This is an optimization exercise on Yosys and OpenROAD, whose aim is small area, a short achievable clock period and few clock cycles per item, not a production implementation. Function was checked by simulation only, so behaviour that the tests miss may differ from the original.

==> design.v <==
module dz16_rs_dec (
    input             clk,
    input             rst,         
    input             in_valid,
    output            in_ready,
    input      [63:0] in_data,
    output            out_valid,
    input             out_ready,
    output     [63:0] out_data,
    output            out_last,
    output     [1:0]  out_status   
);
    localparam [1:0] ST_CLEAN = 2'd0, ST_CORR = 2'd1, ST_UNCORR = 2'd2, ST_POISON = 2'd3;
    localparam [2:0] S_IN = 3'd0, S_CLASS = 3'd1, S_BM = 3'd2, S_FORNEY = 3'd3,
                     S_INV = 3'd4, S_CHIEN = 3'd5, S_CHECK = 3'd6, S_OUT = 3'd7;
    function [7:0] gf_mul(input [7:0] a, input [7:0] b);
        integer i;
        reg [7:0] p, aa;
        begin
            p  = 8'd0;
            aa = a;
            for (i = 0; i < 8; i = i + 1) begin
                if (b[i]) p = p ^ aa;
                aa = {aa[6:0], 1'b0} ^ (aa[7] ? 8'h1D : 8'h00);
            end
            gf_mul = p;
        end
    endfunction
    function [7:0] apow(input integer n);
        integer i;
        reg [7:0] p;
        begin
            p = 8'h01;
            for (i = 0; i < (n % 255); i = i + 1)
                p = {p[6:0], 1'b0} ^ (p[7] ? 8'h1D : 8'h00);
            apow = p;
        end
    endfunction
    function [63:0] poison_synd(input integer dummy);
        integer i;
        reg [63:0] s;
        begin
            for (i = 0; i < 8; i = i + 1)
                s[8*i +: 8] = gf_mul(8'h5A, apow(7*i) ^ apow(6*i) ^ apow(5*i));
            poison_synd = s;
        end
    endfunction
    localparam [63:0] POISON_S = poison_synd(0);
    reg  [2:0]   state;
    reg  [3:0]   beat;         
    reg  [511:0] dbuf;         
    reg  [63:0]  synd;         
    reg  [71:0]  lam;          
    reg  [71:0]  bpoly;
    reg  [3:0]   bm_len;
    reg  [7:0]   gamma;
    reg  [2:0]   bm_r;
    reg  [7:0]   om0, om1;     
    reg  [7:0]   inv_p, inv_r;
    reg  [2:0]   inv_cnt;
    reg  [6:0]   pos;          
    reg  [7:0]   xp;           
    reg  [7:0]   c1, c2;       
    reg  [1:0]   nroots;
    reg  [6:0]   epos0, epos1;
    reg  [7:0]   eval0, eval1;
    reg  [1:0]   status;
    assign in_ready   = (state == S_IN);
    assign out_valid  = (state == S_OUT);
    assign out_last   = (state == S_OUT) && (beat == 4'd7);
    assign out_status = status;
    reg [63:0] synd_next;
    integer si, sj;
    always @* begin
        for (si = 0; si < 8; si = si + 1) begin
            synd_next[8*si +: 8] = (beat == 4'd0) ? 8'd0
                                 : gf_mul(synd[8*si +: 8], apow(8*si));
            for (sj = 0; sj < 8; sj = sj + 1)
                synd_next[8*si +: 8] = synd_next[8*si +: 8]
                                     ^ gf_mul(in_data[8*sj +: 8], apow(si*(7-sj)));
        end
    end
    reg [7:0]  delta;
    reg [71:0] lam_next;
    integer bj;
    always @* begin
        delta = 8'd0;
        for (bj = 0; bj < 9; bj = bj + 1)
            if (bj <= bm_r)
                delta = delta ^ gf_mul(lam[8*bj +: 8], synd[8*(bm_r-bj) +: 8]);
        lam_next[7:0] = gf_mul(gamma, lam[7:0]);
        for (bj = 1; bj < 9; bj = bj + 1)
            lam_next[8*bj +: 8] = gf_mul(gamma, lam[8*bj +: 8])
                                ^ gf_mul(delta, bpoly[8*(bj-1) +: 8]);
    end
    wire       is_root = ((lam[7:0] ^ c1 ^ c2) == 8'd0);
    wire [7:0] err_val = gf_mul(gf_mul(om0, xp) ^ om1, inv_r);
    reg [63:0] odata;
    integer oj;
    always @* begin
        odata = dbuf[64*beat[2:0] +: 64];
        for (oj = 0; oj < 8; oj = oj + 1) begin
            if (nroots >= 2'd1 && epos0 == 7'd71 - {beat[2:0], oj[2:0]})
                odata[8*oj +: 8] = odata[8*oj +: 8] ^ eval0;
            if (nroots >= 2'd2 && epos1 == 7'd71 - {beat[2:0], oj[2:0]})
                odata[8*oj +: 8] = odata[8*oj +: 8] ^ eval1;
        end
        if (status == ST_UNCORR || status == ST_POISON)
            odata = 64'd0;
    end
    assign out_data = odata;
    always @(posedge clk) begin
        if (rst) begin
            state  <= S_IN;
            beat   <= 4'd0;
            status <= ST_CLEAN;
            nroots <= 2'd0;
        end else begin
            case (state)
            S_IN: begin
                if (in_valid) begin
                    synd <= synd_next;
                    if (beat != 4'd8)
                        dbuf[64*beat[2:0] +: 64] <= in_data;
                    if (beat == 4'd8) begin
                        beat  <= 4'd0;
                        state <= S_CLASS;
                    end else begin
                        beat <= beat + 4'd1;
                    end
                end
            end
            S_CLASS: begin
                nroots <= 2'd0;
                if (synd == 64'd0) begin
                    status <= ST_CLEAN;
                    state  <= S_OUT;
                end else if (synd == POISON_S) begin
                    status <= ST_POISON;
                    state  <= S_OUT;
                end else begin
                    lam    <= 72'h01;
                    bpoly  <= 72'h01;
                    bm_len <= 4'd0;
                    gamma  <= 8'h01;
                    bm_r   <= 3'd0;
                    state  <= S_BM;
                end
            end
            S_BM: begin
                lam <= lam_next;
                if (delta != 8'd0 && {bm_len, 1'b0} <= {1'b0, bm_r}) begin
                    bpoly  <= lam;
                    bm_len <= {1'b0, bm_r} + 4'd1 - bm_len;
                    gamma  <= delta;
                end else begin
                    bpoly  <= {bpoly[63:0], 8'h00};
                end
                bm_r <= bm_r + 3'd1;
                if (bm_r == 3'd7)
                    state <= S_FORNEY;
            end
            S_FORNEY: begin
                if (bm_len > 4'd2) begin
                    status <= ST_UNCORR;
                    state  <= S_OUT;
                end else begin
                    om0     <= gf_mul(synd[7:0], lam[7:0]);
                    om1     <= gf_mul(synd[15:8], lam[7:0]) ^ gf_mul(synd[7:0], lam[15:8]);
                    inv_p   <= lam[15:8];
                    inv_r   <= 8'h01;
                    inv_cnt <= 3'd0;
                    state   <= S_INV;
                end
            end
            S_INV: begin
                inv_p   <= gf_mul(inv_p, inv_p);
                inv_r   <= gf_mul(inv_r, gf_mul(inv_p, inv_p));
                inv_cnt <= inv_cnt + 3'd1;
                if (inv_cnt == 3'd6) begin
                    pos   <= 7'd0;
                    xp    <= 8'h01;
                    c1    <= lam[15:8];
                    c2    <= lam[23:16];
                    state <= S_CHIEN;
                end
            end
            S_CHIEN: begin
                if (is_root) begin
                    if (nroots == 2'd0) begin
                        epos0 <= pos;
                        eval0 <= err_val;
                    end else if (nroots == 2'd1) begin
                        epos1 <= pos;
                        eval1 <= err_val;
                    end
                    if (nroots != 2'd3)
                        nroots <= nroots + 2'd1;
                end
                pos <= pos + 7'd1;
                xp  <= gf_mul(xp, apow(1));
                c1  <= gf_mul(c1, apow(254));
                c2  <= gf_mul(c2, apow(253));
                if (pos == 7'd71)
                    state <= S_CHECK;
            end
            S_CHECK: begin
                if ({2'b00, nroots} == bm_len)
                    status <= ST_CORR;
                else
                    status <= ST_UNCORR;
                state <= S_OUT;
            end
            S_OUT: begin
                if (out_ready) begin
                    if (beat == 4'd7) begin
                        beat   <= 4'd0;
                        nroots <= 2'd0;
                        state  <= S_IN;
                    end else begin
                        beat <= beat + 4'd1;
                    end
                end
            end
            default: state <= S_IN;
            endcase
        end
    end
endmodule
==> run.sh <==
#!/bin/bash
# synth_recipe.tcl (not shown) runs the flow's synth.tcl, then flattens the netlist and writes it again
# the make line also repeats each setting of config.mk as NAME=value (left out here)
make -C /OpenROAD-flow-scripts/flow DESIGN_CONFIG=/design/flow/config.mk WORK_HOME=/design/flow/orfs CLKGATE_MAP_FILE= SYNTH_SCRIPT=/design/flow/synth_recipe.tcl finish
==> config.mk <==
export PLATFORM = sky130hd
export DESIGN_NAME = dz16_rs_dec
export DESIGN_NICKNAME = dz16_rs_dec
export VERILOG_FILES = /design/flow/design.v
export SDC_FILE = /design/flow/constraint.sdc
export NUM_CORES = 4
export LEC_CHECK = 0
export CAP_MARGIN = 20
export CORE_MARGIN = 2
export CORE_UTILIZATION = 40
export SLEW_MARGIN = 20
==> constraint.sdc <==
create_clock -name core_clock -period 10.0 [get_ports {clk}]
set_input_delay 2.0000 -clock core_clock [delete_from_list [all_inputs] [get_ports {clk}]]
set_output_delay 2.0000 -clock core_clock [all_outputs]
set_load 0.01 [all_outputs]
==> out/results.tsv <==
stage	metric	value	unit
status	status	complete, no violations	
clock_network	clock buffer count from CTS	97	
yosys	synthesized area	0.0831	mm2
yosys	Commonest cells post-synth	xnor2_1, nand2_1, edfxtp_1, clkbuf_1, xor2_1	
yosys	Synth area leader	edfxtp_1	
clock_network	latest clock arrival within the worst-skew pair	0.77	ns
timing	fin crit share	0.828	
finish	Layout area overhead	8.73	%
grt	pin count of the biggest net entering global routing	169	
die	Die Area	0.211	mm2
yosys	most common cell in the netlist	xnor2_1	
timing	Least-Margin Pin Slew	1.24	ns
timing	Slew headroom	0.168	
yosys	Synth area leaders	edfxtp_1, xnor2_1, nand2_1, xor2_1, a22o_1	
yosys	Synth Warn #	1	
finish	area of the multi-input gates	0.0554	mm2
finish	NumNets Final	8798	
clock_network	hold_buf cts	0	
clock_network	post-CTS sizing	0	
yosys	Distinct cells, synth	93	
hold_path	HP Class	reg -> reg	
yosys	syn_area_per_cell	9.23	um2
clock_network	# Post-CTS Setup Buffers	0	
finish	area occupied by registers	0.0245	mm2
yosys	Mapped Nets	9124	
drt	total routed wirelength	317000	um
die	I/O Pins	137	
drt	DRT iter0 DRCs	8995	
finish	layout cells sized above 1	0.0790	
setup_path	Setup CP Type	reg -> reg	
setup_path	worst setup path start	bm_r[0]$_SDFFCE_PN0P_	
yosys	top_reg_cell synth	edfxtp_1	
timing	Final Hold Viols	0	
grt	met1 GRT Util	0.390	
clock_network	CTS HTree Levels	3	
die	die height	460	um
clock_network	CTS tree	done	
grt	first-pass GRT wire length	459000	um
yosys	register area share after synthesis	0.294	
setup_path	Crit. End Element	register	
placement	Final Wtd Congestion	1.01	
drt	Via density	6.01	
timing	Final Max Slew Viols	0	
grt	gr busiest metal	met2	
timing	worst setup margin	1.72	ns
setup_path	critical path peak fanout	44	
timing	minimum hold slack	0.539	ns
timing	Max Freq	0.121	GHz
placement	HPWL Detailed	216000	um
grt	global route total overflow	0	
yosys	Async S/R FF share, synth	0	
grt	Total Routing Usage GR	0.290	
die	die width	460	um
drt	routed vias	68907	
drt	per-cell routed wire length	27.6	um
timing	Worst Clk Skew	0.0664	ns
die	Site Rows	167	
drt	Pre-Repair DR Iteration Count	6	
grt	GRT met3 Usage	0.0590	
die	Core Region	0.207	mm2
placement	Port Buf Inserts	136	
grt	initial antenna violation count	22	
finish	Fillers	19743	
grt	vias in the first global route	65752	
clock_network	clock sink total	818	
setup_path	critical path startpoint category	register	
clock_network	clock root buffer	clkbuf_16	
flow_run	max cap viols	0	
drt	DRT antenna net count	0	
finish	Final Core Density	0.437	
yosys	Seq cells post-synth	818	
setup_path	Arrival @ worst endpoint	8.76	ns
setup_path	RR Startpoint	bm_r[0]$_SDFFCE_PN0P_	
yosys	Synth top area share	0.292	
clock_network	Clock Tree Buf Depth	3	
drt	DRC viols	0	
setup_path	Req. time, crit path	10.48	ns
die	Starting Density	0.402	
timing	unrepaired setup endpoints after global routing	false	
yosys	Post-synth EDFFs	807	
timing	Final setup violation count	0	
clock_network	CTS clk-pin slew, worst paths	0.07	ns
placement	DP Worst Slack	1.85	ns
hold_path	Hold Crit Start	status[0]$_SDFFE_PP0P_	
timing	fin crit period	8.28	ns
yosys	Mapped Cells	9005	
grt	met2 Use GR	0.446	
-- layout by cell type, fill, tap and decap left out, types with 91 or more instances in the layout --
cell type	Yosys	layout
nor2_1	508	502
nand3_1	119	116
buf_4	14	254
edfxtp_1	807	807
a22oi_1	91	91
xnor3_1	136	136
clkbuf_16	0	97
o21ai_0	219	219
mux4_2	161	161
a22o_1	527	527
mux2i_1	232	232
a21oi_1	141	138
nand2_1	1606	1601
clkdlybuf4s50_1	0	136
inv_1	94	94
xor2_1	557	552
xnor2_1	2250	2237
-- path summary, 6_finish.rpt --
kind                                  to  slack, ns  depth (start not counted)
setup / recovery   lam[52]$_SDFFCE_PN0P_       1.72                         21
hold / removal    status[0]$_SDFFE_PP0P_       0.54                          2
setup reg to reg   lam[52]$_SDFFCE_PN0P_       1.72                         21
hold reg to reg   status[0]$_SDFFE_PP0P_       0.54                          2
-- sequential cells by signal (all words and copies together) (netlist names), 8 cells and up --
| name | count |
|---|---|
| c2 | 8 |
| inv_p | 8 |
| xp | 8 |
| eval1 | 8 |
| c1 | 8 |
| synd | 64 |
| inv_r | 8 |
| eval0 | 8 |
| om0 | 8 |
| lam | 64 |
| gamma | 8 |
| dbuf | 512 |
| bpoly | 56 |
| om1 | 8 |
-- cell families after synthesis --
group                      after synthesis  share of synthesized area
AOI/OAI and AO/OA                     1192                      0.106
xor gates and xnor gates              2967                      0.339
adders and majority gates               51                    0.00777
buffers and inverters                  918                     0.0443
DFF                                    818                      0.294
muxes                                  429                     0.0765
and+or+nand+nor                       2630                      0.132
-- layer usage --
metal / part of all wire / wire length [um]
met1: 0.40 / 127000
met2: 0.44 / 139000
met3: 0.11 / 33500
met4: 0.054 / 17200
met5: 0.00067 / 213
-- layout make-up --
class                   instances  share of cell area
flip-flops and latches        818               0.271
multi-input cells            7269               0.613
diodes                          8            0.000222
clock inverters                65             0.00963
clock buffers                 115              0.0278
inverters                      99             0.00414
well taps                    2704              0.0374
repair buffers                394              0.0371
-- critical path, stage by stage, from the launching register on --
cell and delay [ns]:
edfxtp_1 0.33, buf_4 0.40, inv_2 0.23, ha_4 0.72, buf_4 0.60, mux2_2 0.41, o22ai_1 0.66, nor3b_1 0.13
xor2_1 0.22, xnor2_1 0.14, nand2_1 0.09, xnor2_1 0.33, nor2_1 0.16, xnor3_4 0.97, xor3_2 0.69, xor2_4 0.56
buf_4 0.32, nand2_1 0.08, xnor3_1 0.23, xnor3_1 0.41, xnor2_1 0.16, nor2_1 0.05
-- stage by stage --
stage | TNS (ns) | cell area, um2 | cells
3_5_place_dp | 0 | 86900 | 11283
5_1_grt | 0 | 90300 | 11465
4_1_cts | 0 | 90300 | 11463
6_report | 0 | 90300 | 11472
2_1_floorplan | -2415.97 | 83100 | 9005
3_3_place_gp | 0 | 86900 | 11283
Testbench counts, summed over its fixed seeds: cycles 112,322, items 1,920.

[separate check: timing with driven ports]
The flow's constraints put no driver on any port. The routed layout listed below was extracted and timed again, unchanged, in two steps.
Step 1: set_driving_cell puts a clkbuf_16 on clk and a buf_2 on each other input, an assumption about the parent block.
Step 2, shift: input delay + t, output delay - t, t = (earliest + latest rising clock arrival at the registers) / 2. This alone moves slack from input paths to output paths.
Three values: no drivers, after step 1, after step 2; two values: the first two.
shift t [ns]: 0.828
setup slack, ns: 1.717 / 1.717 / 1.717
worst setup path at the end: register to register
clock arrival spread, ns: 0.075 / 0.076
After both steps setup and hold are still met in this run. The setup slack of this run moves by 0.000 ns with the drivers and by 0.000 ns with both steps.
